What follows belongs to an exercise in optimizing a design on an open flow for small area, a short achievable clock period and few clock cycles per item; a production flow would make more cautious choices.
In this exercise RTL edits were held to simulation tests only and were not proved equivalent to the original.

== S ==
==> flow/design.v (excerpt) <==
module aes_engine (
    input  wire         clk,
    input  wire         rst,
    input  wire         in_valid,
    output wire         in_ready,
    input  wire         in_aes256,
    input  wire [255:0] in_key,
    input  wire [127:0] in_block,
    output reg          out_valid,
    output wire [127:0] out_block
);
==> flow/config.mk <==
export PLATFORM = sky130hd
export DESIGN_NAME = aes_engine
export DESIGN_NICKNAME = aes_engine
export VERILOG_FILES = /design/flow/design.v
export SDC_FILE = /design/flow/constraint.sdc
export NUM_CORES = 4
export LEC_CHECK = 0
export CAP_MARGIN = 20
export CORE_MARGIN = 2
export CORE_UTILIZATION = 60
export PLACE_DENSITY = 0.75
export SETUP_SLACK_MARGIN = 5.0
export SLEW_MARGIN = 20
export SYNTH_HIERARCHICAL = 1
==> flow/constraint.sdc <==
create_clock -name core_clock -period 8.0 [get_ports {clk}]
set_input_delay 1.6000 -clock core_clock [delete_from_list [all_inputs] [get_ports {clk}]]
set_output_delay 1.6000 -clock core_clock [all_outputs]
set_load 0.01 [all_outputs]
run.sh (not shown) runs the stock make flow with config.mk's settings and CLKGATE_MAP_FILE= SYNTH_SCRIPT=/design/flow/synth_recipe.tcl, a recipe that flattens the netlist after the stock synthesis.
S: it failed with a tool error in global routing (5_1_grt), so there are no final results.
Testbench counts of S, summed over its fixed seeds: cycles 6,888, blocks 512.
Inputs modified between S and R:
- SETUP_SLACK_MARGIN: 5.0 -> unset
- CTS_BUF_LIST: unset -> sky130_fd_sc_hd__clkbuf_8
- CTS_CLUSTER_SIZE: unset -> 20
[compare] base=S new=R: number of instances in the placed design held steady, clock buffer count from CTS grew by 69, number of setup buffers added after CTS -388. Per the comparison of R with S, area of the mapped netlist comparable; placer's final routability congestion estimate grew by 2.5%; number of instances resized during post-cts repair decreased by 1,856 relative to the old numbers. | instance area at placement | S vs R | ≈ equal |. R finished every step from synthesis to the final layout, and the layout passed the timing, DRC and antenna checks.

aes_engine again, from the RTL that the note above started with.
## aes_engine
module aes_engine (
    input  wire         clk,
    input  wire         rst,
    input  wire         in_valid,
    output wire         in_ready,
    input  wire         in_aes256,
    input  wire [255:0] in_key,
    input  wire [127:0] in_block,
    output reg          out_valid,
    output wire [127:0] out_block
);
  localparam NS = 22;    
  localparam NK = 22;    
  reg [127:0]    state;
  reg [127:0]    ka1_n;    
  reg [127:0]    kb1;      
  reg            c1_busy, c1_aes256, c1_first, c1_last;
  reg   [3:0]    c1_round;
  reg   [7:0]    c1_rcon;
  reg [16*NS-1:0] mid;
  reg  [4*NK-1:0] kmid;
  reg [127:0]    ka2_n;
  reg [127:0]    kb2;
  reg            c2_busy, c2_aes256, c2_first, c2_last;
  reg   [3:0]    c2_round;
  reg   [7:0]    c2_rcon;
  wire [127:0]    state_d, ka1_d, kb1_d;
  wire [16*NS-1:0] mid_d;
  wire  [4*NK-1:0] kmid_d;
  wire [127:0]    in_key_hi = in_key[255:128];
  wire [127:0]    ka_in;
  wire [127:0]    sb;
  wire  [31:0]    sw;
  wire stall = c1_busy && c1_aes256 && (c1_round < 4'd5);
  assign in_ready  = !c2_busy && !stall;
  assign out_block = state;
  wire busy2     = c2_busy;
  wire nbusy2    = !c2_busy;
  wire mix_en    = c2_busy && !c2_last;
  wire in_aes128 = !in_aes256;
  wire k256      = c2_busy && c2_aes256;
  wire k128      = c2_busy && !c2_aes256;
  wire rot       = !c2_aes256 || !c2_round[0];
  wire rot_e     = rot && !c2_first;
  wire nrot_e    = !rot && !c2_first;
  wire [7:0] rc_e = rot_e ? c2_rcon : 8'h00;
  function [7:0] xtime(input [7:0] b);
    xtime = {b[6:0], 1'b0} ^ (b[7] ? 8'h1b : 8'h00);
  endfunction
  wire w1, w2, w3, w4, w5, w6, w7, w8, w9, w10, w11, w12, w13, w14, w15, w16;
  wire w17, w18, w19, w20, w21, w22, w23, w24, w25, w26, w27, w28, w29, w30, w31, w32;
  ...
clock: 8.0 ns
lec_check: 0
cap_margin: 20
core_margin: 2
core_utilization: 60
place_density: 0.75
setup_slack_margin: 4.4
slew_margin: 20
synth_hierarchical: 1
standard.sh (not shown) runs the stock make flow with config.mk's settings and CLKGATE_MAP_FILE= SYNTH_SCRIPT=/design/flow/synth_recipe.tcl, a recipe that flattens the netlist after the stock synthesis.
==> flow/flow/run.sh <==
#!/bin/bash
# Standard layout, with the ports buffered by a plain buffer cell.
set -e
export BUFFER_PORTS_ARGS="-buffer_cell sky130_fd_sc_hd__buf_2"
bash standard.sh > standard.log 2>&1
The starting point ran to the end with no violations.
Testbench counts at the start, summed over its fixed seeds: cycles 6,888, blocks 512.
Next try:
==> flow/run.sh (new file) <==
#!/bin/bash
# synth_recipe.tcl (not shown) runs the flow's synth.tcl, then flattens the netlist and writes it again
# the make line also repeats each setting of config.mk as NAME=value (left out here)
make -C /OpenROAD-flow-scripts/flow DESIGN_CONFIG=/design/flow/config.mk WORK_HOME=/design/flow/orfs CLKGATE_MAP_FILE= SYNTH_SCRIPT=/design/flow/synth_recipe.tcl finish
Settings changed: CORE_UTILIZATION 60 to 40, PLACE_DENSITY 0.75 to default, SETUP_SLACK_MARGIN 4.4 to default.
removed: flow/flow/run.sh
removed: flow/standard.sh
=> Global-route usage shrinks by 10 points. Non-clock buffer count shrinks by 50. Synthesized cell count does not change. Final cell count grows by 7.7%. Wire length grows by 8.9%. Final area grows by 0.93%.
Next try:
Settings changed: CORE_UTILIZATION 40 to 60, PLACE_DENSITY from default to 0.75.
Result:
- The new run finished with timing, DRC and antenna clean
- global-route usage came out higher by 10 points
- cell count came out lower by about 8%
- clock-buffer cell count is unchanged
- critical path depth came out higher by 1
- routed wire length came out lower by about 9%

Another version of the RTL of aes_engine (not shown whole).
Size in the first run: roughly 1,100 flip-flops, about 520 I/O pins, about 54,000 um2 of cells after synthesis.
==> flow/design.v (excerpt) <==
module aes_engine (
    input  wire         clk,
    input  wire         rst,
    input  wire         in_valid,
    output wire         in_ready,
    input  wire         in_aes256,
    input  wire [255:0] in_key,
    input  wire [127:0] in_block,
    output reg          out_valid,
    output wire [127:0] out_block
);
clock: 8.0 ns
lec_check: 0
cap_margin: 20
core_margin: 2
core_utilization: 60
place_density: 0.75
setup_slack_margin: 4.5
slew_margin: 20
synth_hierarchical: 1
==> flow/flow/run.sh <==
#!/bin/bash
# Standard layout, with the ports buffered by a plain buffer cell and no
# dummy loads added to the clock tree.
set -e
export BUFFER_PORTS_ARGS="-buffer_cell sky130_fd_sc_hd__buf_1"
export CTS_ARGS="-sink_clustering_enable -repair_clock_nets -dont_use_dummy_load"
bash standard.sh > standard.log 2>&1
Testbench counts at the start, summed over its fixed seeds: cycles 6,888, blocks 512.
==> next run, changes <==
==> flow/flow/run.sh (replaced) <==
#!/bin/bash
# Standard layout, with the ports buffered by a plain buffer cell and no
# dummy loads added to the clock tree.
set -e
export BUFFER_PORTS_ARGS="-buffer_cell sky130_fd_sc_hd__buf_2"
export CTS_ARGS="-sink_clustering_enable -repair_clock_nets -dont_use_dummy_load"
bash standard.sh > standard.log 2>&1
--- a/flow/config.mk
+++ b/flow/config.mk
@@ -10,5 +10,5 @@
 export CORE_UTILIZATION = 60
 export PLACE_DENSITY = 0.75
-export SETUP_SLACK_MARGIN = 4.5
+export SETUP_SLACK_MARGIN = 4.7
 export SLEW_MARGIN = 20
 export SYNTH_HIERARCHICAL = 1
The changed run completed without violations.
Area after synthesis stays the same.
Worst setup slack got worse by 24 ps.
Routed wire length is higher by 7.5%.
Maximum frequency decreases by 0.67%.
Cell count rises by about 3%.
Critical path depth stays the same.

job 1316:
aes_engine again, from the RTL that the note above started with.
// aes_engine
module aes_engine (
    input  wire         clk,
    input  wire         rst,
    input  wire         in_valid,
    output wire         in_ready,
    input  wire         in_aes256,
    input  wire [255:0] in_key,
    input  wire [127:0] in_block,
    output reg          out_valid,
    output wire [127:0] out_block
);
clock: 8.0 ns
lec_check: 0
cap_margin: 20
core_margin: 2
core_utilization: 60
place_density: 0.75
setup_slack_margin: 4.6
slew_margin: 20
synth_hierarchical: 1
==> flow/flow/run.sh <==
#!/bin/bash
# Standard layout, with the ports buffered by a plain buffer cell and no
# dummy loads added to the clock tree.
set -e
export BUFFER_PORTS_ARGS="-buffer_cell sky130_fd_sc_hd__buf_1"
export CTS_ARGS="-sink_clustering_enable -repair_clock_nets -dont_use_dummy_load"
bash standard.sh > standard.log 2>&1
Job 1316: flow completed, timing, DRC and antenna clean
Testbench counts of job 1316, summed over its fixed seeds: cycles 6,888, blocks 512.
Inputs modified between job 1316 and job 3615:
- swapping 4.6 for 4.4 in SETUP_SLACK_MARGIN
==> flow/flow/run.sh <==
#!/bin/bash
# Standard layout, with the ports buffered by a plain buffer cell.
set -e
export BUFFER_PORTS_ARGS="-buffer_cell sky130_fd_sc_hd__buf_2"
bash standard.sh > standard.log 2>&1
### Flow results
Changes observed in job 3615 relative to job 1316: part of the cycle the worst path needs shows an increase of 0.72 points; number of fillers in the final layout has increased; initial antenna violation count shows a reduction of 9.
The global-route usage in job 3615 was lower than what job 1316 gave.
On worst clock skew on the final layout: job 3615 sits below job 1316.
Job 3615 vs job 1316, cell with the biggest individual delay on the critical path: xnor2_1 vs dfxtp_1
Per the comparison of job 3615 with job 1316, final design instance area without fill dropped 1900 um^2.
For job 3615, the end point of the critical path was state[112]$_DFF_P_, unlike job 1316, where it was state[76]$_DFF_P_.
Inputs modified between job 3615 and job 3619:
- swapping 4.4 for 4.5 in SETUP_SLACK_MARGIN
==> flow/flow/run.sh <==
#!/bin/bash
# Standard layout, with the ports buffered by a plain buffer cell and no
# dummy loads added to the clock tree.
set -e
export BUFFER_PORTS_ARGS="-buffer_cell sky130_fd_sc_hd__buf_2"
export CTS_ARGS="-sink_clustering_enable -repair_clock_nets -dont_use_dummy_load"
bash standard.sh > standard.log 2>&1
Results
Having completed the whole flow, job 3619 delivered a layout that passed the timing, DRC and antenna checks.
Job 3615 closes out successfully: all stages finished, all timing, DRC and antenna checks passed.
Delta (job 3619 minus job 3615): total via count in the routed design now sits higher; violation count after the first detailed-route iteration has increased; synthesis-to-finish area growth went up by 0.20 points; worst clock skew has increased.
[compare] base=job 3615 new=job 3619: actual transition at the worst max-transition pin shows an increase of 0.030 ns, critical path's largest stage delay fell 0.23 ns.
Job 3619 vs job 3615 — total iterations of the first detailed-routing run rose 2.
When the final numbers for job 3619 and job 3615 were put side by side, the met3 track demand over resource turned out to be smaller in job 3619.
Register fraction of the total cell area: job 3619 vs job 3615 — no meaningful difference
Relative to job 3619, the following input files were edited for job 8410:
- setting TNS_END_PERCENT to 30 for the first time
Job 3619 -> job 8410: number of clock buffers inserted by TritonCTS decreased slightly. Between job 8410 and job 3619, the difference in final cell count is negligible. For the first-iteration DRC count, job 8410 came in 5.1% lower than job 3619 did. Via count for job 8410 is lower than for job 3619.
Edits applied to the flow inputs when going from job 8410 to job 7939:
- PLACE_DENSITY: 0.75 -> 0.68
- TNS_END_PERCENT: 30 -> unset
Findings:
- Job 7939 vs job 8410 on antenna diode count: job 7939 is the higher one.
- Relative to job 8410, critical path depth has gone up in job 7939.
- Multi-input combinational cell count: job 8410 vs job 7939 — no meaningful difference
- A beginning of the critical path of mid[15]$_DFF_P_ is what job 8410 shows, while c2_round[0]$_DFF_P_ belongs to job 7939.
- Measured against each other, job 8410 and job 7939 differ in total length of routed met3 wires, the lower figure coming from job 7939.
- Compared with job 8410, job 7939 shows a higher multi-input gate share of total cell area.
- Fraction of area in non-clock buffers was higher in job 7939 than in job 8410.

before:
Another version of the RTL of aes_engine (not shown whole).
For scale: ~5,200 cells after synthesis, ~520 I/O pins.
// aes_engine
module aes_engine (
    input  wire         clk,
    input  wire         rst,
    input  wire         in_valid,
    output wire         in_ready,
    input  wire         in_aes256,
    input  wire [255:0] in_key,
    input  wire [127:0] in_block,
    output reg          out_valid,
    output wire [127:0] out_block
);
Settings: LEC_CHECK=0, CAP_MARGIN=20, CORE_MARGIN=2, CORE_UTILIZATION=60, PLACE_DENSITY=0.75, SETUP_SLACK_MARGIN=4.4, SLEW_MARGIN=20, SYNTH_HIERARCHICAL=1; clock period 8.0 ns.
run.sh (not shown) runs the stock make flow with config.mk's settings and CLKGATE_MAP_FILE= SYNTH_SCRIPT=/design/flow/synth_recipe.tcl, a recipe that flattens the netlist after the stock synthesis.
Stock flow here: none of the scripts above is used.
before was carried through to the last stage, and its layout satisfied the timing, DRC and antenna checks.
Testbench counts of before, summed over its fixed seeds: cycles 6,888, blocks 512.
diff inputs: before => after
==> flow/flow/run.sh (new file) <==
#!/bin/bash
# Standard layout, with the ports buffered by a plain buffer cell and no
# dummy loads added to the clock tree.
set -e
export BUFFER_PORTS_ARGS="-buffer_cell sky130_fd_sc_hd__buf_2"
export CTS_ARGS="-sink_clustering_enable -repair_clock_nets -dont_use_dummy_load"
bash standard.sh > standard.log 2>&1
==> flow/standard.sh (new file) <==
#!/bin/bash
# synth_recipe.tcl (not shown) runs the flow's synth.tcl, then flattens the netlist and writes it again
# the make line also repeats each setting of config.mk as NAME=value (left out here)
make -C /OpenROAD-flow-scripts/flow DESIGN_CONFIG=/design/flow/config.mk WORK_HOME=/design/flow/orfs CLKGATE_MAP_FILE= SYNTH_SCRIPT=/design/flow/synth_recipe.tcl "${@:-finish}"
diff --git a/flow/config.mk b/flow/config.mk
--- a/flow/config.mk
+++ b/flow/config.mk
@@ -11,3 +11,3 @@
 export PLACE_DENSITY = 0.75
-export SETUP_SLACK_MARGIN = 4.4
+export SETUP_SLACK_MARGIN = 4.5
 export SLEW_MARGIN = 20
removed: flow/run.sh
### Flow results
- Taking before as the reference point, the number of antenna violations at the first check in global routing of after rises by 16.
- Relative to before, the detailed placement HPWL of after is higher by 0.55%.
- From before to after the numbers moved as follows: post-layout minimum cycle time fell 0.067 ns, wire length rose 1100 um.

[re-timing with driven ports]
In the flow no input, the clock included, has a driving cell. The finished layouts below were timed again as built, in two steps. Step 1 (the two cells are an assumption about what drives the block):
set clk [get_ports {clk}]
set_driving_cell -lib_cell sky130_fd_sc_hd__clkbuf_16 $clk
set_driving_cell -lib_cell sky130_fd_sc_hd__buf_2 [delete_from_list [all_inputs] $clk]
Step 2 also shifts input and output timing later by t, the mid clock arrival at the registers, as if the neighbouring blocks saw the same clock. Three values: ideal ports, drivers, drivers and shift; two values: the first two.
run | shift t [ns] | setup WS [ns] | worst setup path at the end | latest minus earliest clock arrival (ns) | worst register clock-pin slew, ns
R | 0.924 | 3.915 / 3.915 / 3.915 | register to register | 0.058 / 0.057 | 0.07 / 0.07
the first run of note 2 | 0.782 | 4.381 / 4.381 / 3.735 | input to register | 0.029 / 0.029 | 0.07 / 0.07
the second run of note 2 | 0.831 | 3.728 / 3.728 / 3.728 | register to register | 0.055 / 0.056 | 0.07 / 0.07
the third run of note 2 | 0.792 | 3.928 / 3.928 / 3.928 | register to register | 0.032 / 0.033 | 0.07 / 0.07
the first run of note 3 | 0.734 | 4.463 / 4.463 / 3.916 | input to register | 0.073 / 0.073 | 0.07 / 0.07
the second run of note 3 | 0.720 | 4.439 / 4.439 / 4.109 | input to register | 0.061 / 0.062 | 0.07 / 0.07
job 1316 | 0.735 | 4.445 / 4.445 / 4.084 | input to register | 0.067 / 0.068 | 0.07 / 0.07
job 3615 | 0.764 | 4.388 / 4.388 / 3.739 | input to register | 0.024 / 0.025 | 0.07 / 0.07
job 3619 | 0.734 | 4.485 / 4.485 / 3.861 | input to register | 0.067 / 0.067 | 0.06 / 0.06
job 8410 | 0.725 | 4.386 / 4.386 / 4.040 | input to register | 0.079 / 0.079 | 0.07 / 0.07
job 7939 | 0.726 | 4.478 / 4.478 / 4.043 | input to register | 0.042 / 0.041 | 0.06 / 0.06
before | 0.765 | 4.353 / 4.301 / 3.825 | input to register | 0.033 / 0.034 | 0.07 / 0.07
after | 0.758 | 4.420 / 4.420 / 4.049 | input to register | 0.059 / 0.059 | 0.07 / 0.07
After both steps setup and hold are still met in every run listed. For job 3615, which loses most, drivers alone change the setup slack by 0.000 ns; drivers and shift together by -0.649 ns.
